This is an optimization exercise on Yosys and OpenROAD, whose aim is small area, not a production implementation. Only simulation tests tie the RTL to the original design; equivalence was not proved. No activity file was given, so power comes from the tool's default toggle rates.

==> flow/design.v <==
module lk7_ecc_enc (
    input  wire [95:0] data,
    output wire [7:0]  check
);
    wire e0 = data[0] ^ data[1];
    wire e1 = data[3] ^ data[4];
    wire e2 = data[6] ^ data[8];
    wire e3 = data[10] ^ data[11];
    wire e4 = data[13] ^ data[15];
    wire e5 = data[17] ^ data[19];
    wire e6 = data[21] ^ data[23];
    wire e7 = data[25] ^ data[26];
    wire e8 = data[28] ^ data[30];
    wire e9 = data[32] ^ data[34];
    wire e10 = data[36] ^ data[38];
    wire e11 = data[40] ^ data[42];
    wire e12 = data[44] ^ data[46];
    wire e13 = data[48] ^ data[50];
    wire e14 = data[52] ^ data[54];
    wire e15 = data[56] ^ data[57];
    wire e16 = data[59] ^ data[61];
    wire e17 = data[63] ^ data[65];
    wire e18 = data[67] ^ data[69];
    wire e19 = data[71] ^ data[73];
    wire e20 = data[75] ^ data[77];
    wire e21 = data[79] ^ data[81];
    wire e22 = data[83] ^ data[85];
    wire e23 = data[87] ^ data[89];
    wire e24 = data[91] ^ data[93];
    wire e25 = data[95] ^ e0;
    wire e26 = e1 ^ e2;
    wire e27 = e3 ^ e4;
    wire e28 = e5 ^ e6;
    wire e29 = e7 ^ e8;
    wire e30 = e9 ^ e10;
    wire e31 = e11 ^ e12;
    wire e32 = e13 ^ e14;
    wire e33 = e15 ^ e16;
    wire e34 = e17 ^ e18;
    wire e35 = e19 ^ e20;
    wire e36 = e21 ^ e22;
    wire e37 = e23 ^ e24;
    wire e38 = e25 ^ e26;
    wire e39 = e27 ^ e28;
    wire e40 = e29 ^ e30;
    wire e41 = e31 ^ e32;
    wire e42 = e33 ^ e34;
    wire e43 = e35 ^ e36;
    wire e44 = e37 ^ e38;
    wire e45 = e39 ^ e40;
    wire e46 = e41 ^ e42;
    wire e47 = e43 ^ e44;
    wire e48 = e45 ^ e46;
    wire e49 = e47 ^ e48;
    wire e50 = data[2] ^ data[3];
    wire e51 = data[5] ^ data[6];
    wire e52 = data[7] ^ data[8];
    wire e53 = data[9] ^ data[10];
    wire e54 = data[12] ^ data[13];
    wire e55 = data[14] ^ data[15];
    wire e56 = data[16] ^ data[17];
    wire e57 = data[18] ^ data[19];
    wire e58 = data[20] ^ data[21];
    wire e59 = data[22] ^ data[23];
    wire e60 = data[24] ^ data[25];
    wire e61 = data[27] ^ data[28];
    wire e62 = data[29] ^ data[30];
    wire e63 = data[31] ^ data[32];
    wire e64 = data[33] ^ data[34];
    wire e65 = data[35] ^ data[36];
    wire e66 = data[37] ^ data[38];
    wire e67 = data[39] ^ data[40];
    wire e68 = data[41] ^ data[42];
    wire e69 = data[43] ^ data[44];
    wire e70 = data[45] ^ data[46];
    wire e71 = data[47] ^ data[48];
    wire e72 = data[49] ^ data[50];
    wire e73 = data[51] ^ data[52];
    wire e74 = data[53] ^ data[54];
    wire e75 = data[55] ^ data[56];
    wire e76 = data[58] ^ data[59];
    wire e77 = data[60] ^ data[61];
    wire e78 = data[62] ^ data[63];
    wire e79 = data[64] ^ data[65];
    wire e80 = data[66] ^ data[67];
    wire e81 = data[68] ^ data[69];
    wire e82 = data[70] ^ data[71];
    wire e83 = data[72] ^ data[73];
    wire e84 = data[74] ^ data[75];
    wire e85 = data[76] ^ data[77];
    wire e86 = data[78] ^ data[79];
    wire e87 = data[80] ^ data[81];
    wire e88 = data[82] ^ data[83];
    wire e89 = data[84] ^ data[85];
    wire e90 = data[86] ^ data[87];
    wire e91 = data[88] ^ data[89];
    wire e92 = data[90] ^ data[91];
    wire e93 = data[92] ^ data[93];
    wire e94 = data[94] ^ data[95];
    wire e95 = data[0] ^ e50;
    wire e96 = e51 ^ e53;
    wire e97 = e54 ^ e56;
    wire e98 = e58 ^ e60;
    wire e99 = e61 ^ e63;
    wire e100 = e65 ^ e67;
    wire e101 = e69 ^ e71;
    wire e102 = e73 ^ e75;
    wire e103 = e76 ^ e78;
    wire e104 = e80 ^ e82;
    wire e105 = e84 ^ e86;
    wire e106 = e88 ^ e90;
    wire e107 = e92 ^ e94;
    wire e108 = e95 ^ e96;
    wire e109 = e97 ^ e98;
    wire e110 = e99 ^ e100;
    wire e111 = e101 ^ e102;
    wire e112 = e103 ^ e104;
    wire e113 = e105 ^ e106;
    wire e114 = e107 ^ e108;
    wire e115 = e109 ^ e110;
    wire e116 = e111 ^ e112;
    wire e117 = e113 ^ e114;
    wire e118 = e115 ^ e116;
    wire e119 = e117 ^ e118;
    wire e120 = data[1] ^ e50;
    wire e121 = data[4] ^ e51;
    wire e122 = e52 ^ e53;
    wire e123 = data[11] ^ e54;
    wire e124 = e55 ^ e56;
    wire e125 = e57 ^ e58;
    wire e126 = e59 ^ e60;
    wire e127 = data[26] ^ e61;
    wire e128 = e62 ^ e63;
    wire e129 = e64 ^ e65;
    wire e130 = e66 ^ e67;
    wire e131 = e68 ^ e69;
    wire e132 = e70 ^ e71;
    wire e133 = e72 ^ e73;
    wire e134 = e74 ^ e75;
    wire e135 = data[57] ^ e76;
    wire e136 = e77 ^ e78;
    wire e137 = e79 ^ e80;
    wire e138 = e81 ^ e82;
    wire e139 = e83 ^ e84;
    wire e140 = e85 ^ e86;
    wire e141 = e87 ^ e88;
    wire e142 = e89 ^ e90;
    wire e143 = e91 ^ e92;
    wire e144 = e93 ^ e94;
    wire e145 = e120 ^ e122;
    wire e146 = e124 ^ e126;
    wire e147 = e128 ^ e130;
    wire e148 = e132 ^ e134;
    wire e149 = e136 ^ e138;
    wire e150 = e140 ^ e142;
    wire e151 = e144 ^ e145;
    wire e152 = e146 ^ e147;
    wire e153 = e148 ^ e149;
    wire e154 = e150 ^ e151;
    wire e155 = e152 ^ e153;
    wire e156 = e154 ^ e155;
    wire e157 = data[0] ^ e120;
    wire e158 = e121 ^ e122;
    wire e159 = e123 ^ e124;
    wire e160 = e125 ^ e126;
    wire e161 = e127 ^ e128;
    wire e162 = e129 ^ e130;
    wire e163 = e131 ^ e132;
    wire e164 = e133 ^ e134;
    wire e165 = e135 ^ e136;
    wire e166 = e137 ^ e138;
    wire e167 = e139 ^ e140;
    wire e168 = e141 ^ e142;
    wire e169 = e143 ^ e144;
    wire e170 = e158 ^ e160;
    wire e171 = e162 ^ e164;
    wire e172 = e166 ^ e168;
    wire e173 = e170 ^ e171;
    wire e174 = e172 ^ e173;
    wire e175 = e157 ^ e158;
    wire e176 = e159 ^ e160;
    wire e177 = e161 ^ e162;
    wire e178 = e163 ^ e164;
    wire e179 = e165 ^ e166;
    wire e180 = e167 ^ e168;
    wire e181 = e176 ^ e178;
    wire e182 = e180 ^ e181;
    wire e183 = e175 ^ e176;
    wire e184 = e177 ^ e178;
    wire e185 = e179 ^ e180;
    wire e186 = e184 ^ e169;
    wire e187 = e183 ^ e184;
    wire e188 = e185 ^ e169;
    wire e189 = e187 ^ e188;
    wire e190 = e189 ^ e49;
    wire e191 = e119 ^ e156;
    wire e192 = e174 ^ e182;
    wire e193 = e186 ^ e188;
    wire e194 = e190 ^ e191;
    wire e195 = e192 ^ e193;
    wire e196 = e194 ^ e195;
    assign check = {e196, e188, e186, e182, e174, e156, e119, e49};
endmodule
module lk7_ecc_syn (
    input  wire [103:0] code,         
    output wire [7:0]   syndrome
);
    wire s0 = code[96] ^ code[0];
    wire s1 = code[1] ^ code[3];
    wire s2 = code[4] ^ code[6];
    wire s3 = code[8] ^ code[10];
    wire s4 = code[11] ^ code[13];
    wire s5 = code[15] ^ code[17];
    wire s6 = code[19] ^ code[21];
    wire s7 = code[23] ^ code[25];
    wire s8 = code[26] ^ code[28];
    wire s9 = code[30] ^ code[32];
    wire s10 = code[34] ^ code[36];
    wire s11 = code[38] ^ code[40];
    wire s12 = code[42] ^ code[44];
    wire s13 = code[46] ^ code[48];
    wire s14 = code[50] ^ code[52];
    wire s15 = code[54] ^ code[56];
    wire s16 = code[57] ^ code[59];
    wire s17 = code[61] ^ code[63];
    wire s18 = code[65] ^ code[67];
    wire s19 = code[69] ^ code[71];
    wire s20 = code[73] ^ code[75];
    wire s21 = code[77] ^ code[79];
    wire s22 = code[81] ^ code[83];
    wire s23 = code[85] ^ code[87];
    wire s24 = code[89] ^ code[91];
    wire s25 = code[93] ^ code[95];
    wire s26 = s0 ^ s1;
    wire s27 = s2 ^ s3;
    wire s28 = s4 ^ s5;
    wire s29 = s6 ^ s7;
    wire s30 = s8 ^ s9;
    wire s31 = s10 ^ s11;
    wire s32 = s12 ^ s13;
    wire s33 = s14 ^ s15;
    wire s34 = s16 ^ s17;
    wire s35 = s18 ^ s19;
    wire s36 = s20 ^ s21;
    wire s37 = s22 ^ s23;
    wire s38 = s24 ^ s25;
    wire s39 = s26 ^ s27;
    wire s40 = s28 ^ s29;
    wire s41 = s30 ^ s31;
    wire s42 = s32 ^ s33;
    wire s43 = s34 ^ s35;
    wire s44 = s36 ^ s37;
    wire s45 = s38 ^ s39;
    wire s46 = s40 ^ s41;
    wire s47 = s42 ^ s43;
    wire s48 = s44 ^ s45;
    wire s49 = s46 ^ s47;
    wire s50 = s48 ^ s49;
    wire s51 = code[103] ^ code[96];
    wire s52 = code[97] ^ code[0];
    wire s53 = code[98] ^ code[1];
    wire s54 = code[2] ^ code[3];
    wire s55 = code[99] ^ code[4];
    wire s56 = code[5] ^ code[6];
    wire s57 = code[7] ^ code[8];
    wire s58 = code[9] ^ code[10];
    wire s59 = code[100] ^ code[11];
    wire s60 = code[12] ^ code[13];
    wire s61 = code[14] ^ code[15];
    wire s62 = code[16] ^ code[17];
    wire s63 = code[18] ^ code[19];
    wire s64 = code[20] ^ code[21];
    wire s65 = code[22] ^ code[23];
    wire s66 = code[24] ^ code[25];
    wire s67 = code[101] ^ code[26];
    wire s68 = code[27] ^ code[28];
    wire s69 = code[29] ^ code[30];
    wire s70 = code[31] ^ code[32];
    wire s71 = code[33] ^ code[34];
    wire s72 = code[35] ^ code[36];
    wire s73 = code[37] ^ code[38];
    wire s74 = code[39] ^ code[40];
    wire s75 = code[41] ^ code[42];
    wire s76 = code[43] ^ code[44];
    wire s77 = code[45] ^ code[46];
    wire s78 = code[47] ^ code[48];
    wire s79 = code[49] ^ code[50];
    wire s80 = code[51] ^ code[52];
    wire s81 = code[53] ^ code[54];
    wire s82 = code[55] ^ code[56];
    wire s83 = code[102] ^ code[57];
    wire s84 = code[58] ^ code[59];
    wire s85 = code[60] ^ code[61];
    wire s86 = code[62] ^ code[63];
    wire s87 = code[64] ^ code[65];
    wire s88 = code[66] ^ code[67];
    wire s89 = code[68] ^ code[69];
    wire s90 = code[70] ^ code[71];
    wire s91 = code[72] ^ code[73];
    wire s92 = code[74] ^ code[75];
    wire s93 = code[76] ^ code[77];
    wire s94 = code[78] ^ code[79];
    wire s95 = code[80] ^ code[81];
    wire s96 = code[82] ^ code[83];
    wire s97 = code[84] ^ code[85];
    wire s98 = code[86] ^ code[87];
    wire s99 = code[88] ^ code[89];
    wire s100 = code[90] ^ code[91];
    wire s101 = code[92] ^ code[93];
    wire s102 = code[94] ^ code[95];
    wire s103 = s52 ^ s54;
    wire s104 = s56 ^ s58;
    wire s105 = s60 ^ s62;
    wire s106 = s64 ^ s66;
    wire s107 = s68 ^ s70;
    wire s108 = s72 ^ s74;
    wire s109 = s76 ^ s78;
    wire s110 = s80 ^ s82;
    wire s111 = s84 ^ s86;
    wire s112 = s88 ^ s90;
    wire s113 = s92 ^ s94;
    wire s114 = s96 ^ s98;
    wire s115 = s100 ^ s102;
    wire s116 = s103 ^ s104;
    wire s117 = s105 ^ s106;
    wire s118 = s107 ^ s108;
    wire s119 = s109 ^ s110;
    wire s120 = s111 ^ s112;
    wire s121 = s113 ^ s114;
    wire s122 = s115 ^ s116;
    wire s123 = s117 ^ s118;
    wire s124 = s119 ^ s120;
    wire s125 = s121 ^ s122;
    wire s126 = s123 ^ s124;
    wire s127 = s125 ^ s126;
    wire s128 = s51 ^ s52;
    wire s129 = s53 ^ s54;
    wire s130 = s55 ^ s56;
    wire s131 = s57 ^ s58;
    wire s132 = s59 ^ s60;
    wire s133 = s61 ^ s62;
    wire s134 = s63 ^ s64;
    wire s135 = s65 ^ s66;
    wire s136 = s67 ^ s68;
    wire s137 = s69 ^ s70;
    wire s138 = s71 ^ s72;
    wire s139 = s73 ^ s74;
    wire s140 = s75 ^ s76;
    wire s141 = s77 ^ s78;
    wire s142 = s79 ^ s80;
    wire s143 = s81 ^ s82;
    wire s144 = s83 ^ s84;
    wire s145 = s85 ^ s86;
    wire s146 = s87 ^ s88;
    wire s147 = s89 ^ s90;
    wire s148 = s91 ^ s92;
    wire s149 = s93 ^ s94;
    wire s150 = s95 ^ s96;
    wire s151 = s97 ^ s98;
    wire s152 = s99 ^ s100;
    wire s153 = s101 ^ s102;
    wire s154 = s129 ^ s131;
    wire s155 = s133 ^ s135;
    wire s156 = s137 ^ s139;
    wire s157 = s141 ^ s143;
    wire s158 = s145 ^ s147;
    wire s159 = s149 ^ s151;
    wire s160 = s153 ^ s154;
    wire s161 = s155 ^ s156;
    wire s162 = s157 ^ s158;
    wire s163 = s159 ^ s160;
    wire s164 = s161 ^ s162;
    wire s165 = s163 ^ s164;
    wire s166 = s128 ^ s129;
    wire s167 = s130 ^ s131;
    wire s168 = s132 ^ s133;
    wire s169 = s134 ^ s135;
    wire s170 = s136 ^ s137;
    wire s171 = s138 ^ s139;
    wire s172 = s140 ^ s141;
    wire s173 = s142 ^ s143;
    wire s174 = s144 ^ s145;
    wire s175 = s146 ^ s147;
    wire s176 = s148 ^ s149;
    wire s177 = s150 ^ s151;
    wire s178 = s152 ^ s153;
    wire s179 = s167 ^ s169;
    wire s180 = s171 ^ s173;
    wire s181 = s175 ^ s177;
    wire s182 = s179 ^ s180;
    wire s183 = s181 ^ s182;
    wire s184 = s166 ^ s167;
    wire s185 = s168 ^ s169;
    wire s186 = s170 ^ s171;
    wire s187 = s172 ^ s173;
    wire s188 = s174 ^ s175;
    wire s189 = s176 ^ s177;
    wire s190 = s185 ^ s187;
    wire s191 = s189 ^ s190;
    wire s192 = s184 ^ s185;
    wire s193 = s186 ^ s187;
    wire s194 = s188 ^ s189;
    wire s195 = s193 ^ s178;
    wire s196 = s192 ^ s193;
    wire s197 = s194 ^ s178;
    wire s198 = s196 ^ s197;
    assign syndrome = {s198, s197, s195, s191, s183, s165, s127, s50};
endmodule
module lk7_fetch_correct (
    input  wire [103:0] code,         
    output reg  [95:0]  word,         
    output wire [7:0]   syndrome      
);
    wire [95:0] data = code[95:0];
    lk7_ecc_syn u_syn (.code(code), .syndrome(syndrome));
    wire [6:0] s_low = syndrome[6:0];
    wire       s_par = syndrome[7];
    wire [6:0]  hsel;
    wire [15:0] lsel;
    genvar gh, gl;
    generate
        for (gh = 0; gh < 7; gh = gh + 1) begin : hd
            assign hsel[gh] = s_par & (s_low[6:4] == gh);
        end
        for (gl = 0; gl < 16; gl = gl + 1) begin : ld
            assign lsel[gl] = (s_low[3:0] == gl);
        end
    endgenerate
    integer p, k;
    always @* begin
        word = data;
        k = 0;
        for (p = 1; p < 104; p = p + 1) begin
            if ((p & (p - 1)) != 0) begin
                word[k] = data[k] ^ (hsel[p >> 4] & lsel[p & 15]);
                k = k + 1;
            end
        end
    end
endmodule
module lk7_fetch_check (
    input  wire [95:0]  word,         
    input  wire [7:0]   syndrome,     
    input  wire [11:0]  sched_len,    
    output wire         corrected,
    output wire         uncorrectable,
    output wire         rm_fault,     
    output wire         rm_word,      
    output wire         rm_aux,       
    output wire         sb_fault,     
    output wire [1:0]   sb_field,     
    output wire         pb_fault,     
    output wire [2:0]   pb_class,     
    output wire         exec          
);
    wire [6:0] s_low = syndrome[6:0];
    wire       s_par = syndrome[7];
    wire s_big = s_low[6] & s_low[5] & (s_low[4] | s_low[3]);
    assign corrected     = s_par & ~s_big;
    assign uncorrectable = s_par ? s_big : (s_low != 7'd0);
    wire [3:0]  mode = word[75:72];
    wire [10:0] aux  = word[86:76];
    wire [2:0]  pwr  = word[89:87];
    wire [5:0]  rsvd = word[95:90];
    wire [15:0] m;
    genvar gm;
    generate
        for (gm = 0; gm < 16; gm = gm + 1) begin : md
            assign m[gm] = (mode == gm);
        end
    endgenerate
    wire al10 = m[4];
    wire al9  = al10 | m[11];
    wire al8  = al9 | m[3] | m[6] | m[9];
    wire al5  = al8 | m[8] | m[12];
    wire al2  = al5 | m[2];
    wire al1  = al2 | m[7];
    wire al0  = al1 | m[5] | m[10];
    wire [10:0] aux_mask = {al10, al9, al8, al8, al8, al5, al5, al5, al2, al1, al0};
    wire mode_rsvd = mode[3] & mode[2] & (mode[1] | mode[0]);
    wire rw = |rsvd;
    wire ra = |(aux & ~aux_mask);
    function lt11(input [10:0] a, input [10:0] b);
        integer j;
        reg c;
        begin
            c = 1'b1;    
            for (j = 0; j < 11; j = j + 1)
                c = (a[j] & ~b[j]) | (a[j] & c) | (~b[j] & c);
            lt11 = ~c;
        end
    endfunction
    function op_ok(input [13:0] op, input [11:0] L);
        reg [11:0] x;
        reg z5;
        begin
            x = op[11:0];
            z5 = ~|x[11:5];
            case (op[13:12])
                2'b00: op_ok = x[11] ? ~(x[10] | x[9]) : (L[11] | lt11(x[10:0], L[10:0]));
                2'b01: op_ok = z5 & ~x[4];
                2'b10: op_ok = ~(x[11] | x[10]);
                default: op_ok = z5 &
                                 (x[4] ? ~x[2] :
                                  (x[3] ? (x[2:0] == 3'd0) : (x[2:0] != 3'd3 && x[2:0] != 3'd6 && x[2:0] != 3'd7)));
            endcase
        end
    endfunction
    wire [3:0] op_bad;
    genvar gi;
    generate
        for (gi = 0; gi < 4; gi = gi + 1) begin : opc
            assign op_bad[gi] = ~op_ok(word[16 + 14*gi +: 14], sched_len);
        end
    endgenerate
    wire sb_any = (mode != 4'h0) & ~mode_rsvd & (|op_bad);
    wire [1:0] sb_low = op_bad[0] ? 2'd0 : op_bad[1] ? 2'd1 : op_bad[2] ? 2'd2 : 2'd3;
    wire c1 = m[1];
    wire c2 = m[2] | m[3] | m[12];
    wire c3 = m[4] | m[11];
    wire c4 = m[5] | m[6] | m[8] | m[9];
    wire c5 = m[7] & ~aux[1];
    wire c6 = m[7] & aux[1];
    wire c7 = m[10];
    wire [2:0] act = {c4 | c5 | c6 | c7, c2 | c3 | c6 | c7, c1 | c3 | c5 | c7};
    wire pb_any = (pwr < act);
    assign rm_word  = ~uncorrectable & rw;
    assign rm_aux   = ~uncorrectable & ra;
    assign rm_fault = ~uncorrectable & (rw | ra | mode_rsvd);
    assign sb_fault = ~uncorrectable & sb_any;
    assign sb_field = sb_fault ? sb_low : 2'd0;
    assign pb_fault = ~uncorrectable & pb_any;
    assign pb_class = pb_fault ? act : 3'd0;
    assign exec     = ~uncorrectable & ~(rw | ra | mode_rsvd) & ~sb_any & ~pb_any;
endmodule
module lk7_g1_fetch #(
    parameter NBP = 8
) (
    input  wire               clk,
    input  wire               rst_n,           
    input  wire               fetch_valid,
    input  wire [11:0]        sched_len,
    input  wire [NBP*104-1:0] fetch_code,
    input  wire               wr_valid,
    input  wire [95:0]        wr_data,
    output reg                out_valid,
    output reg  [NBP*96-1:0]  out_word,
    output reg  [NBP*8-1:0]   out_syndrome,
    output wire [NBP-1:0]     out_corrected,
    output wire [NBP-1:0]     out_uncorrectable,
    output wire [NBP-1:0]     out_rm_fault,
    output wire [NBP-1:0]     out_rm_word,
    output wire [NBP-1:0]     out_rm_aux,
    output wire [NBP-1:0]     out_sb_fault,
    output wire [NBP*2-1:0]   out_sb_field,
    output wire [NBP-1:0]     out_pb_fault,
    output wire [NBP*3-1:0]   out_pb_class,
    output wire [NBP-1:0]     out_exec,
    output reg                wr_check_valid,
    output reg  [7:0]         wr_check
);
    wire [NBP*96-1:0] c_word;
    wire [NBP*8-1:0]  c_syn;
    genvar g;
    generate
        for (g = 0; g < NBP; g = g + 1) begin : bpc
            lk7_fetch_correct u_cor (
                .code    (fetch_code[g*104 +: 104]),
                .word    (c_word[g*96 +: 96]),
                .syndrome(c_syn[g*8 +: 8])
            );
        end
    endgenerate
    wire [7:0] enc_check;
    lk7_ecc_enc u_wenc (.data(wr_data), .check(enc_check));
    reg [11:0] r_len;
    always @(posedge clk) begin
        if (!rst_n) begin
            out_valid      <= 1'b0;
            wr_check_valid <= 1'b0;
        end else begin
            out_valid      <= fetch_valid;
            wr_check_valid <= wr_valid;
        end
        r_len        <= sched_len;
        out_word     <= c_word;
        out_syndrome <= c_syn;
        wr_check     <= enc_check;
    end
    generate
        for (g = 0; g < NBP; g = g + 1) begin : bp
            lk7_fetch_check u_chk (
                .word         (out_word[g*96 +: 96]),
                .syndrome     (out_syndrome[g*8 +: 8]),
                .sched_len    (r_len),
                .corrected    (out_corrected[g]),
                .uncorrectable(out_uncorrectable[g]),
                .rm_fault     (out_rm_fault[g]),
                .rm_word      (out_rm_word[g]),
                .rm_aux       (out_rm_aux[g]),
                .sb_fault     (out_sb_fault[g]),
                .sb_field     (out_sb_field[g*2 +: 2]),
                .pb_fault     (out_pb_fault[g]),
                .pb_class     (out_pb_class[g*3 +: 3]),
                .exec         (out_exec[g])
            );
        end
    endgenerate
endmodule
==> flow/flow/run.sh <==
#!/bin/bash
# Own layout flow: the standard layout (standard.sh), with two changes:
#  - synthesis maps with an area-oriented ABC script (flow/area.abc) and does not
#    extract half/full adders; registers and their names are those of the standard
#    synthesis (same script otherwise: synth_recipe.tcl with ORFS synth.tcl);
#    three-input XOR cells are left out of that mapping;
#  - the port buffers that global placement inserts are sky130_fd_sc_hd__buf_1;
#  - clock tree synthesis adds no dummy loads.
set -euo pipefail
W=$(pwd)
mkdir -p "$W/custom"
# ORFS synth.tcl with the final ABC call using flow/area.abc
sed 's|log_cmd abc {\*}\$abc_args|log_cmd abc -script $::env(MY_ABC_SCRIPT) {*}[lrange $abc_args 2 end] -dont_use sky130_fd_sc_hd__xor3_1 -dont_use sky130_fd_sc_hd__xor3_2 -dont_use sky130_fd_sc_hd__xor3_4 -dont_use sky130_fd_sc_hd__xnor3_1 -dont_use sky130_fd_sc_hd__xnor3_2 -dont_use sky130_fd_sc_hd__xnor3_4|' \
    "$FLOW_HOME/scripts/synth.tcl" > "$W/custom/synth.tcl"
grep -q 'MY_ABC_SCRIPT' "$W/custom/synth.tcl"
sed "s|source \$::env(SCRIPTS_DIR)/synth.tcl|source $W/custom/synth.tcl|" \
    "$W/synth_recipe.tcl" > "$W/custom/synth_recipe.tcl"
grep -q "$W/custom/synth.tcl" "$W/custom/synth_recipe.tcl"
export MY_ABC_SCRIPT="$W/flow/area.abc"
bash "$W/standard.sh" \
    "SYNTH_SCRIPT=$W/custom/synth_recipe.tcl" \
    "ADDER_MAP_FILE=" \
    "BUFFER_PORTS_ARGS=-buffer_cell sky130_fd_sc_hd__buf_1" \
    "CTS_ARGS=-sink_clustering_enable -repair_clock_nets -dont_use_dummy_load" \
    finish > "$W/flow_make.log" 2>&1
==> flow/flow/area.abc <==
&get -n
&st
&dch
&nf -a
&st
&syn2
&synch2
&nf -a
&put
==> flow/standard.sh <==
#!/bin/bash
# synth_recipe.tcl (not shown) runs the flow's synth.tcl, then flattens the netlist and writes it again
# the make line also repeats each setting of config.mk as NAME=value (left out here)
make -C /OpenROAD-flow-scripts/flow DESIGN_CONFIG=/design/flow/config.mk WORK_HOME=/design/flow/orfs CLKGATE_MAP_FILE= SYNTH_SCRIPT=/design/flow/synth_recipe.tcl "${@:-finish}"
==> flow/config.mk <==
export PLATFORM = sky130hd
export DESIGN_NAME = lk7_g1_fetch
export DESIGN_NICKNAME = lk7_g1_fetch
export VERILOG_FILES = /design/flow/design.v
export SDC_FILE = /design/flow/constraint.sdc
export NUM_CORES = 4
export LEC_CHECK = 0
export CAP_MARGIN = 20
export CORE_AREA = 2 2 898 148
export DIE_AREA = 0 0 900 150
export SLEW_MARGIN = 20
==> flow/constraint.sdc <==
create_clock -name core_clock -period 8.0 [get_ports {clk}]
set_input_delay 1.6000 -clock core_clock [delete_from_list [all_inputs] [get_ports {clk}]]
set_output_delay 1.6000 -clock core_clock [all_outputs]
set_load 0.01 [all_outputs]
==> impl_metrics.ini, run 1 <==
[outcome]
status = timing/DRC/antenna clean

[critical_path]
path_buf_inv = 4
crit_top_cell = a21o_1
cpPeakStageDelay_ns = 0.93
cp.required_ns = 6.40
crit_path_end_kind = output port
start_kind = register
cpMaxStageDelayCell = o311ai_0
crit_start = r_len[2]$_DFF_P_
path_delay_family = compound AO/OA/AOI/OAI gates
worstPathCellList = buf_4 > clkinv_2 > buf_4 > o22ai_1 > o21bai_1 > a21o_1 > a21o_1 > a21o_1 > a2111o_1 > a21oi_1 > o31ai_1 > o21ai_0 > o311ai_0 > nor4bb_1 > buf_1
worstPathArrival_ns = 5.68
critical_path_class = reg -> out
critPathMaxFanout = 30

[clock_tree]
ctsHoldBuffers = 0
clockBufferDepth = 3
cts_tree = done
ctsResizeCount = 0
clockRootBuffer = clkbuf_16
cts_inserted_buffers = 67
cts_max_level = 3
cts_setup_buffers = 0
clkSinkCount = 854
clk_pin_slew_ns = 0.08

[route]
drt-total-wl_um = 363000
drc = 0
routedWlPerCell_um = 36.9
vias_per_cell = 5.99
ant_nets = 0
route.met3.wl_um = 78700
wl_met1_um = 147000
top_layer_used = met5
first_iter_violations = 9951
drt_pass1_iterations = 10
wl_met2_um = 123000
routed-via-count = 59000

[logic_synthesis]
ys_async_sr_fraction_pct = 0
synth_ff_type = dfxtp_1
synth_top_area_share_pct = 37.6
ys_ff_latch = 854
syn_area_per_cell_um2 = 8.76
netlist_area_um2 = 53600
yosysUniqueCellTypes = 56
syn-num-nets = 7061
synth-edff-count = 0
yosysTopAreaCell = xnor2_1
synth_area_leaders = xnor2_1, dfxtp_1, nand2_1, xor2_1, nor2_1
ys_seq_area_share_pct = 31.9
yosys_warnings = 3
syn_inst = 6117

[power]
power_w = 0.0310
sw_frac_of_total_pct = 60.4
max-vdd-ir-drop_uv = 482
p_leak_nw = 20.6
p_clk_share_pct = 10.9
p_comb_share_pct = 65.8
p_int_w = 0.0123
p_sw_w = 0.0187
p_seq_share_pct = 23.2
powerDensity_nw_per_um2 = 480

[floorplan]
die_area_um2 = 135000
die-height_um = 150
io-pin-count = 1890
die_w_um = 900
start_util_pct = 41.5
coreArea_um2 = 129000
num_rows = 53

[sta]
slew_violations = 0
final.min_clock_period_ns = 7.28
worstMarginPinSlew_ns = 1.33
finalCritPeriodShare_pct = 91.0
max-slew-margin-rel_pct = 10.7
fmax_mhz = 137
fin_setup_tns_ns = 0
rsz0062_at_grt = no
setup_viol = 0
finalHoldViolations = 0

[run]
max_cap_violations = 0

[final_layout]
drive_above_1_share_pct = 1.97
fin_nets = 8997
mostFrequentLayoutCell = xnor2_1
regArea_um2 = 17100
final_cell_mix = xnor2_1, buf_1, nand2_1
syn_to_final_growth_pct = 20.5
multi_input_area_um2 = 35700
num-fill-cells = 12700

[placed_design]
portBuffers = 1889
gp_congestion = 1.21
hpwlAfterDp_um = 312000

[global_routing]
grt_pass1_vias = 51700
grt_antenna_before_repair = 57
grt_pass1_wl_um = 463000
grt_max_degree = 65
grt-ovfl-total = 0
grtUsageTotal_pct = 50.8

[min_path]
min_path_type = in -> reg
min_from = sched_len[9]
==> power by group through the flow <==
stage	Clock, W	Combinational (W)	Sequential (W)
finish	0.00339	0.0204	0.00721
global route	0.00348	0.0207	0.00718
CTS	0.00330	0.0190	0.00698
detailed placement	0	0.0189	0.00706
global placement	0	0.0188	0.00705
floorplan	0	0.0107	0.00680
==> final timing paths <==
path / end / slack, ns / cells after the start
worst min-delay path: r_len[9]$_DFF_P_ / 1.03 / 1
worst max-delay path: out_sb_field[12] / 0.72 / 15
==> synth_stat cells (all sizes together), types with 17 or more instances <==
cell type and n:
maj3 30, o221ai 22, dfxtp 854, o21bai 26, a2bb2oi 20, nor4 34, a22oi 116, a21oi 124
o21ai 114, clkinv 85, xor2 268, o22ai 119, or2 30, nor4b 32, a21o 44, nand3 37
o21a 54, a2111o 17, nor2b 39, nor2 504, nand3b 21, nand2 856, buf 72, xnor2 2301
nand2b 56, nor3 47, a31oi 26
==> stage by stage <==
step | cells | hold slack (ns) | cell area, µm² | utilization (%) | setup WS [ns]
6_report | 9848 | 1.03 | 64600 | 50.0 | 0.723
5_1_grt | 9823 | 1.02 | 64500 | 50.0 | 0.763
4_1_cts | 9810 | 1.01 | 64400 | 49.9 | 1.11
3_5_place_dp | 9743 | 1.69 | 62700 | 48.6 | 1.85
3_3_place_gp | 9742 | 1.70 | 62700 | 48.6 | 1.98
2_1_floorplan | 6117 | 1.63 | 53600 | - | 2.75
==> flip-flops by register name (all words and copies together) (netlist names) <==
| name | cells |
|---|---|
| wr_check | 8 |
| wr_check_valid | 1 |
| out_word | 768 |
| out_syndrome | 64 |
| out_valid | 1 |
| r_len | 12 |
==> final cells by class <==
| cell class | instances | area share [%] |
|---|---|---|
| Antenna cell | 37 | 0.143 |
| Clock buffer | 67 | 2.60 |
| Inverter | 85 | 0.527 |
| Multi-Input combinational cell | 5106 | 55.3 |
| Sequential cell | 854 | 26.5 |
| Tap cell | 1760 | 3.41 |
| Timing Repair Buffer | 1939 | 11.6 |
==> logic make-up after synthesis <==
| logic type | synth area share (%) |
|---|---|
| compound gates | 9.88 |
| xor+xnor | 42.0 |
| fa+ha+maj | 0.561 |
| buf+inv | 1.60 |
| flops | 31.9 |
| mux | 0.0561 |
| simple gates | 14.0 |
==> metal layers <==
| layer | up-vias | track usage [%] |
|---|---|---|
| met5 | - | 12.8 |
| li1 | 24000 | - |
| met1 | 28900 | 67.5 |
| met3 | 921 | 40.6 |
| met2 | 5229 | 59.8 |
| met4 | 66 | 11.1 |
==> run 2: changes to the inputs <==
--- a/flow/flow/run.sh
+++ b/flow/flow/run.sh
@@ -5,7 +5,7 @@
 #    synthesis (same script otherwise: synth_recipe.tcl with ORFS synth.tcl);
 #    three-input XOR cells are left out of that mapping;
 #  - the port buffers that global placement inserts are sky130_fd_sc_hd__buf_1;
-#  - clock tree synthesis adds no dummy loads.
+#  - clock tree synthesis adds no dummy loads and clusters at most 16 sinks within 50 um.
 set -euo pipefail
 W=$(pwd)
 mkdir -p "$W/custom"
@@ -21,5 +21,5 @@
     "SYNTH_SCRIPT=$W/custom/synth_recipe.tcl" \
     "ADDER_MAP_FILE=" \
     "BUFFER_PORTS_ARGS=-buffer_cell sky130_fd_sc_hd__buf_1" \
-    "CTS_ARGS=-sink_clustering_enable -repair_clock_nets -dont_use_dummy_load" \
+    "CTS_ARGS=-sink_clustering_enable -repair_clock_nets -dont_use_dummy_load -sink_clustering_size 16 -sink_clustering_max_diameter 50" \
     finish > "$W/flow_make.log" 2>&1
==> flow/flow/area.abc (replaced) <==
&get -n
&st
&dch
&nf -a -R 200
&st
&syn2
&synch2
&nf -a -R 200
&put
==> impl_metrics.ini, run 2 <==
[power]
p_sw_w = 0.0175
p_int_w = 0.0120
max-vdd-ir-drop_uv = 452
p_seq_share_pct = 23.7
powerDensity_nw_per_um2 = 461
power_w = 0.0296
p_leak_nw = 20.1
p_clk_share_pct = 10.7
p_comb_share_pct = 65.6
sw_frac_of_total_pct = 59.4

[floorplan]
die-height_um = 150
start_util_pct = 41.2
die_w_um = 900
num_rows = 53
io-pin-count = 1890
coreArea_um2 = 129000
die_area_um2 = 135000

[min_path]
min_from = sched_len[10]
hold-path-endpoint = r_len[10]$_DFF_P_
min_path_type = in -> reg
hold_depth = 1

[clock_tree]
cts_inserted_buffers = 59
ctsResizeCount = 0
clockRootBuffer = clkbuf_16
clkSinkCount = 854
clk_pin_slew_ns = 0.09
clockBufferDepth = 3
cts_setup_buffers = 0
cts_max_level = 2
cts_tree = done
ctsHoldBuffers = 0

[sta]
finalHoldViolations = 0
rsz0062_at_grt = no
finalCritPeriodShare_pct = 91.7
fmax_mhz = 136
fin_setup_tns_ns = 0
slew_violations = 0
worstMarginPinSlew_ns = 1.26
setup_viol = 0
final.min_clock_period_ns = 7.33
max-slew-margin-rel_pct = 16.3

[route]
routedWlPerCell_um = 32.6
ant_nets = 0
vias_per_cell = 5.67
routed-via-count = 55700
drt-total-wl_um = 320000
first_iter_violations = 8061
drt_pass1_iterations = 25
drc = 0

[final_layout]
mostFrequentLayoutCell = xnor2_1
fin_nets = 8981
largest_register_ff_count = 768
largest-register = out_word
syn_to_final_growth_pct = 20.3
drive_above_1_share_pct = 1.80
final_cell_mix = xnor2_1, buf_1, nand2_1
top_regs = out_word: 768 flops, out_syndrome: 64 flops, r_len: 12 flops

[global_routing]
grt_antenna_before_repair = 27
grt-ovfl-total = 0
grt_pass1_vias = 50000
grt_max_degree = 49
grtUsageTotal_pct = 44.8
grt_pass1_wl_um = 418000

[logic_synthesis]
synth_ff_type = dfxtp_1
synth-edff-count = 0
yosysTopAreaCell = xnor2_1
ys_top_cells_by_count = xnor2_1, nand2_1, dfxtp_1, nor2_1, xor2_1
yosys_warnings = 3
syn-num-nets = 7048
ys_seq_area_share_pct = 32.1
synth_fa_ha_area_share_pct = 0.564
yosys.area_share.simple_pct = 13.4
synth_compound_gate_area_share_pct = 9.83
synth.most_common_cell = xnor2_1
ys_async_sr_fraction_pct = 0
syn_area_per_cell_um2 = 8.72
synth_top_area_share_pct = 37.8
ys_ff_latch = 854
netlist_area_um2 = 53300
synth-xor-area-share_pct = 42.3
syn_inst = 6104
yosysUniqueCellTypes = 49
synth.mux.area_fraction_pct = 0.0564
synth_top_family_by_area = XOR/XNOR gates
synth_area_leaders = xnor2_1, dfxtp_1, nand2_1, xor2_1, nor2_1

[critical_path]
start_kind = register
worstPathArrival_ns = 5.73
critPathMaxFanout = 21
critical_path_class = reg -> out
cp.required_ns = 6.40
crit_path_end_kind = output port

[run]
max_cap_violations = 0

[placed_design]
gp_congestion = 1.11
hpwlAfterDp_um = 270000
portBuffers = 1889

[outcome]
status = timing/DRC/antenna clean
run 2: worst max path at each step:
stage                      from         endpoint  slack (ns)  depth (start not counted)
6_report       r_len[0]$_DFF_P_      out_exec[7]        0.67                         15
4_1_cts        r_len[0]$_DFF_P_      out_exec[7]        1.00                         15
3_3_place_gp   r_len[0]$_DFF_P_      out_exec[7]        1.49                         15
2_1_floorplan  r_len[3]$_DFF_P_  out_sb_fault[2]        2.81                         16
5_1_grt        r_len[0]$_DFF_P_      out_exec[7]        0.63                         15
3_5_place_dp   r_len[0]$_DFF_P_      out_exec[7]        1.78                         15
run 2: cell families (layout without fill, tap and decap cells):
group / count (synthesis) / in the layout
buffers and inverters: 177 / 2108
AND/OR/NAND/NOR: 1675 / 1675
multiplexers: 3 / 3
adder cells (fa/ha/maj): 30 / 30
XOR/XNOR: 2569 / 2569
flip-flops: 854 / 854
AO/OA/AOI/OAI: 796 / 796
other: 0 / 30
run 2: final cells by class:
type | instances | area (µm²)
multi-input combinational | 5073 | 35300
antenna | 30 | 75.1
inverter | 105 | 415
clock buffer | 59 | 1480
sequential | 854 | 17100
fill | 12900 | 65000
timing repair buffer | 1944 | 7520
tap | 1760 | 2200
run 2: power groups by stage:
stage                     logic [W]  clock network [W]  registers [W]
after floorplan              0.0106                  0        0.00680
after global placement       0.0183                  0        0.00697
final                        0.0194            0.00316        0.00700
after CTS                    0.0184            0.00311        0.00687
after global routing         0.0200            0.00329        0.00703
after detailed placement     0.0183                  0        0.00695
run 2: layer usage:
metal | vias up | track usage, % | wire length [µm]
met5 | - | 8.21 | 1350
met4 | 22 | 8.46 | 7670
met3 | 534 | 23.3 | 51300
met2 | 3766 | 59.6 | 122000
met1 | 27500 | 62.8 | 137000
li1 | 23900 | - | -
run 2: stage by stage:
step	cells	setup WS [ns]	hold slack [ns]	util, %	cell area (µm²)
2_1_floorplan	6104	2.81	1.63	-	53300
3_3_place_gp	9734	1.49	1.70	48.4	62500
3_5_place_dp	9735	1.78	1.70	48.4	62500
4_1_cts	9794	1.00	0.952	49.5	64000
5_1_grt	9816	0.633	0.953	49.6	64000
6_report	9825	0.667	0.971	49.6	64100
run 2: critical path, cell delays in order, from the launching register on:
cell	delay, ns
dfxtp_4	0.60
nand2_2	0.54
o22ai_1	0.39
a21oi_1	0.10
a221oi_1	0.27
o21ai_0	0.15
a222oi_1	0.29
o21ai_0	0.16
a211oi_1	0.25
a21oi_1	0.07
o21ai_1	0.80
nand2_1	0.19
nor3_1	0.30
nor2_1	0.09
nor4bb_1	0.57
buf_1	0.23
==> run 3: changes to the inputs <==
--- a/flow/config.mk
+++ b/flow/config.mk
@@ -6,6 +6,6 @@
 export NUM_CORES = 4
 export LEC_CHECK = 0
 export CAP_MARGIN = 20
-export CORE_AREA = 2 2 898 148
-export DIE_AREA = 0 0 900 150
+export CORE_AREA = 2 2 858 128
+export DIE_AREA = 0 0 860 130
 export SLEW_MARGIN = 20
==> impl_metrics.ini, run 3 <==
[clock_tree]
cts_tree = done
cts_max_level = 2
clk_pin_slew_ns = 0.09
clockBufferDepth = 3
clockRootBuffer = clkbuf_16
cts_inserted_buffers = 59
clkSinkCount = 854
cts_setup_buffers = 0
ctsHoldBuffers = 0
ctsResizeCount = 0

[critical_path]
critical_path_class = reg -> out
crit_path_end_kind = output port
worstPathArrival_ns = 5.49
cp.required_ns = 6.40
start_kind = register
critPathMaxFanout = 15

[logic_synthesis]
ys_async_sr_fraction_pct = 0
yosysTopAreaCell = xnor2_1
synth-edff-count = 0
ys_seq_area_share_pct = 32.1
synth_ff_type = dfxtp_1
ys_top_cells_by_count = xnor2_1, nand2_1, dfxtp_1, nor2_1, xor2_1
syn-num-nets = 7048
yosys_warnings = 3
netlist_area_um2 = 53300
syn_area_per_cell_um2 = 8.72
syn_inst = 6104
ys_ff_latch = 854
synth_area_leaders = xnor2_1, dfxtp_1, nand2_1, xor2_1, nor2_1
synth.most_common_cell = xnor2_1
yosysUniqueCellTypes = 49
synth_top_area_share_pct = 37.8

[route]
drt_pass1_iterations = 11
routedWlPerCell_um = 29.4
drt-total-wl_um = 281000
ant_nets = 0
vias_per_cell = 5.83
routed-via-count = 55700
first_iter_violations = 8363
drc = 0

[final_layout]
num-fill-cells = 10200
largest_register_ff_count = 768
top_regs = out_word: 768 flops, out_syndrome: 64 flops, r_len: 12 flops
fin_nets = 8964
regArea_um2 = 17100
largest-register = out_word
syn_to_final_growth_pct = 19.6
final_cell_mix = xnor2_1, buf_1, nand2_1
multi_input_area_um2 = 35300
mostFrequentLayoutCell = xnor2_1
drive_above_1_share_pct = 1.55

[power]
powerDensity_nw_per_um2 = 451
p_seq_share_pct = 23.7
p_comb_share_pct = 65.4
max-vdd-ir-drop_uv = 506
p_clk_share_pct = 10.8
p_sw_w = 0.0168
sw_frac_of_total_pct = 58.4
p_int_w = 0.0119
p_leak_nw = 20.1

[sta]
final.min_clock_period_ns = 7.09
max-slew-margin-rel_pct = 11.9
finalHoldViolations = 0
rsz0062_at_grt = no
fmax_mhz = 141
fin_setup_tns_ns = 0
worstMarginPinSlew_ns = 1.32
slew_violations = 0
finalCritPeriodShare_pct = 88.6
fin_ws_ns = 0.912
setup_viol = 0

[outcome]
status = timing/DRC/antenna clean

[floorplan]
io-pin-count = 1890
coreArea_um2 = 107000
die_area_um2 = 112000
die-height_um = 130
num_rows = 46
start_util_pct = 49.7
die_w_um = 860

[min_path]
min_path_type = in -> reg

[run]
max_cap_violations = 0

[placed_design]
post-place-ws_ns = 1.93
gp_congestion = 1.08
hpwlAfterDp_um = 229000
portBuffers = 1889

[global_routing]
grt_pass1_wl_um = 372000
grt_antenna_before_repair = 56
grtUsageTotal_pct = 47.0
grt-ovfl-total = 0
grt_max_degree = 53
grt_pass1_vias = 48300
run 3: final cells by class:
class                           count  area share (%)
Clock buffer                       59            2.32
Sequential cell                   854            26.9
Inverter                          105           0.650
Timing Repair Buffer             1927            11.6
Multi-Input combinational cell   5073            55.4
Antenna cell                       74           0.291
Tap cell                         1464            2.88
run 3: final timing paths:
kind	endpoint	slack, ns	cells past startpoint	start
max	out_sb_field[11]	0.91	15	r_len[1]$_DFF_P_
min	r_len[11]$_DFF_P_	0.97	1	sched_len[11]
run 3: worst max-delay path, cell delays in order (launching register included):
cell and delay, ns:
dfxtp_2 0.77, nand2_2 0.62, o22ai_1 0.35, a21oi_1 0.10, a221oi_1 0.20, o21ai_0 0.12
a222oi_1 0.28, o21ai_0 0.13, a211oi_1 0.22, a21oi_1 0.06, o21ai_0 0.86, nand2_1 0.15
o311ai_0 0.42, or2_0 0.24, nor3_1 0.06, buf_1 0.17
run 3: per-stage QoR:
step                      utilization [%]  cells  power [W]  hold slack [ns]  cell area [µm²]
after floorplan                         -   6104     0.0174             1.63            53300
after global placement               57.9   9423     0.0243             1.70            62000
after detailed placement             57.9   9423     0.0244             1.70            62000
after CTS                            59.3   9482     0.0274            0.954            63500
after global routing                 59.4   9525     0.0295            0.941            63600
final                                59.5   9556     0.0287            0.971            63700
run 3: routing by layer:
| metal | global-route usage [%] | vias to the layer above | part of all wire, % | wire, µm |
|---|---|---|---|---|
| li1 | - | 23900 | - | - |
| met1 | 63.9 | 26800 | 41 | 115000 |
| met2 | 64.3 | 4182 | 39 | 110000 |
| met3 | 21.4 | 779 | 15 | 42400 |
| met4 | 16.3 | 22 | 4.2 | 11700 |
| met5 | 9.59 | - | 0.61 | 1700 |
run 3: cell families after synthesis:
logic type               synth area share [%]
adder cells (fa/ha/maj)                 0.564
AO/OA/AOI/OAI                            9.83
XOR/XNOR                                 42.3
multiplexers                           0.0564
AND/OR/NAND/NOR                          13.4
buffers and inverters                    1.76
flip-flops                               32.1
run 3: power by group through the flow:
stage                     registers [W]  logic [W]  clock network [W]
after floorplan                 0.00680     0.0106                  0
final                           0.00682     0.0188            0.00311
after global placement          0.00679     0.0175                  0
after CTS                       0.00670     0.0177            0.00304
after detailed placement        0.00679     0.0176                  0
after global routing            0.00686     0.0194            0.00322
==> run 4: changes to the inputs <==
==> flow/run.sh (new file) <==
#!/bin/bash
# synth_recipe.tcl (not shown) runs the flow's synth.tcl, then flattens the netlist and writes it again
# the make line also repeats each setting of config.mk as NAME=value (left out here)
make -C /OpenROAD-flow-scripts/flow DESIGN_CONFIG=/design/flow/config.mk WORK_HOME=/design/flow/orfs CLKGATE_MAP_FILE= SYNTH_SCRIPT=/design/flow/synth_recipe.tcl finish
--- a/flow/config.mk
+++ b/flow/config.mk
@@ -6,6 +6,6 @@
 export NUM_CORES = 4
 export LEC_CHECK = 0
 export CAP_MARGIN = 20
-export CORE_AREA = 2 2 858 128
-export DIE_AREA = 0 0 860 130
+export CORE_AREA = 2 2 898 148
+export DIE_AREA = 0 0 900 150
 export SLEW_MARGIN = 20
removed: flow/flow/run.sh
removed: flow/flow/area.abc
removed: flow/standard.sh
==> impl_metrics.ini, run 4 <==
[sta]
fin_setup_tns_ns = 0
finalCritPeriodShare_pct = 90.1
fin_ws_ns = 0.790
finalHoldViolations = 0
worstMarginPinSlew_ns = 1.32
rsz0062_at_grt = no
max-slew-margin-rel_pct = 11.2
fmax_mhz = 139
slew_violations = 0
final.min_clock_period_ns = 7.21
setup_viol = 0

[logic_synthesis]
synth-edff-count = 0
yosys_warnings = 3
syn_inst = 6429
ys_async_sr_fraction_pct = 0
synth.most_common_cell = xnor2_1
netlist_area_um2 = 55800
yosysUniqueCellTypes = 91
ys_top_cells_by_count = xnor2_1, dfxtp_1, nand2_1, nor2_1, xor2_1
syn_area_per_cell_um2 = 8.68
ys_seq_area_share_pct = 30.6
synth_area_leaders = xnor2_1, dfxtp_1, nand2_1, xor2_1, nor2_1
syn-num-nets = 7389
synth_top_area_share_pct = 35.0
yosysTopAreaCell = xnor2_1
ys_ff_latch = 854
synth_ff_type = dfxtp_1

[power]
power_w = 0.0336
p_leak_nw = 27.2
max-vdd-ir-drop_uv = 617
powerDensity_nw_per_um2 = 427

[placed_design]
post-place-ws_ns = 1.86
hpwlAfterDp_um = 291000
gp_congestion = 1.09
portBuffers = 1889
postPlaceCellArea_um2 = 76200

[clock_tree]
cts_setup_buffers = 0
ctsHoldBuffers = 0
clockBufferDepth = 3
cts_max_level = 3
cts_tree = done
cts_inserted_buffers = 67
clkSinkCount = 854
ctsResizeCount = 0
clockRootBuffer = clkbuf_16
clk_pin_slew_ns = 0.08

[route]
routedWlPerCell_um = 34.0
drc = 0
ant_nets = 0
routed-via-count = 58900
drt_pass1_iterations = 27
vias_per_cell = 5.85
drt-total-wl_um = 342000
first_iter_violations = 10500

[global_routing]
grt-ovfl-total = 0
grt_pass1_vias = 52400
grt_antenna_before_repair = 39
grt_pass1_wl_um = 447000
grtUsageTotal_pct = 48.0
grt_max_degree = 36

[final_layout]
largest-register = out_word
postLayoutCellArea_um2 = 78700
syn_to_final_growth_pct = 41.0
drive_above_1_share_pct = 3.15
top_regs = out_word: 768 flops, out_syndrome: 64 flops, r_len: 12 flops
largest_register_ff_count = 768
fin_nets = 9178
final_cell_mix = xnor2_1, clkdlybuf4s50_1, nand2_1
mostFrequentLayoutCell = xnor2_1

[floorplan]
die-height_um = 150
num_rows = 53
die_area_um2 = 135000
coreArea_um2 = 129000
io-pin-count = 1890
die_w_um = 900
start_util_pct = 43.2

[critical_path]
crit_path_end_kind = output port
cpMaxStageDelayCell = clkinv_2
start_kind = register
worstPathCellList = clkinv_2 > buf_4 > a22oi_1 > o21a_1 > o211a_1 > o211ai_1 > a221oi_1 > a31oi_1 > nor4b_1 > clkdlybuf4s50_1
worstPathArrival_ns = 5.61
cp.required_ns = 6.40
critPathMaxFanout = 35
cpPeakStageDelay_ns = 0.89
critical_path_class = reg -> out

[min_path]
min_path_type = in -> reg

[outcome]
status = timing/DRC/antenna clean

[run]
max_cap_violations = 0
-- run 4: worst paths after layout --
path,from,end,cells past startpoint,slack [ns]
worst min-delay path,sched_len[9],r_len[9]$_DFF_P_,1,1.34
worst max-delay path,r_len[5]$_DFF_P_,out_exec[3],10,0.79
-- run 4: where the power goes --
| part | switching (W) | total, W | internal [W] |
|---|---|---|---|
| clock network | 0.00201 | 0.00401 | 0.00200 |
| logic | 0.0147 | 0.0224 | 0.00775 |
| registers | 0.00174 | 0.00716 | 0.00542 |
| total | 0.0184 | 0.0336 | 0.0152 |
-- run 4: per-stage QoR --
step | instances | utilization (%) | hold slack [ns]
floorplan | 6429 | - | 1.63
global placement | 9907 | 59.0 | 2.05
detailed placement | 9907 | 59.0 | 2.05
CTS | 10000 | 60.8 | 1.33
global route | 10000 | 60.9 | 1.33
finish | 10100 | 61.0 | 1.34
-- run 4: cells by family after synthesis --
family,after synthesis,share of synthesized area (%)
mux,4,0.0740
xor+xnor,2536,40.8
flops,854,30.6
buf+inv,335,2.81
fa+ha+maj,108,2.02
compound gates,749,9.11
simple gates,1843,14.6
-- run 4: critical path: cells and delay by family (launching register included) --
family	cells	cell delay, ns
flip-flops	1	0.75
buffers and inverters	3	2.00
AO/OA/AOI/OAI	6	1.65
AND/OR/NAND/NOR	1	0.41
-- run 4: routing by layer --
layer | track usage, % | up-vias | routed length [µm]
met5 | 3.63 | - | 743
met4 | 9.41 | 48 | 8770
met3 | 29.5 | 732 | 61800
met2 | 60.9 | 4684 | 125000
met1 | 67.1 | 28900 | 146000
li1 | - | 24600 | -
-- run 4: final cells by class --
class | instances | area (µm²)
Clock buffer | 95 | 1980
Sequential cell | 854 | 17100
Tap cell | 1760 | 2200
Timing Repair Buffer | 1938 | 19300
Inverter | 117 | 447
Fill cell | 11200 | 50400
Multi-Input combinational cell | 5240 | 37200
Antenna cell | 43 | 108
Clock inverter | 23 | 360

port drivers added, routing unchanged:
How much do the figures lean on ideal ports? The routed layouts below were timed once more, with nothing changed but the port constraints.
Step 1 (the two cells are an assumption about what drives the block):
set clk [get_ports {clk}]
set_driving_cell -lib_cell sky130_fd_sc_hd__clkbuf_16 $clk
set_driving_cell -lib_cell sky130_fd_sc_hd__buf_2 [delete_from_list [all_inputs] $clk]
Step 2 moves the port delays by t, midway between the first and last clock arrival at a register: inputs arrive t later, outputs are due t later. That takes back most of the time a late clock gives input paths.
a / b / c = no drivers / after step 1 / after step 2; a / b = the first two.
run | t (ns) | setup WS [ns] | worst hold slack (ns) | worst setup path at the end | clock arrival spread, ns
run 1 | 0.800 | 0.723 / 0.603 / 1.403 | 1.029 / 0.981 / 1.781 | register to output | 0.078 / 0.077
run 2 | 0.847 | 0.667 / 0.549 / 1.397 | 0.971 / 0.921 / 1.768 | register to output | 0.064 / 0.063
run 3 | 0.847 | 0.912 / 0.794 / 1.640 | 0.971 / 0.876 / 1.722 | register to output | 0.066 / 0.065
run 4 | 0.812 | 0.790 / 0.671 / 1.470 | 1.342 / 1.283 / 2.095 | input to register | 0.034 / 0.034
After both steps setup and hold are still met in every run listed.
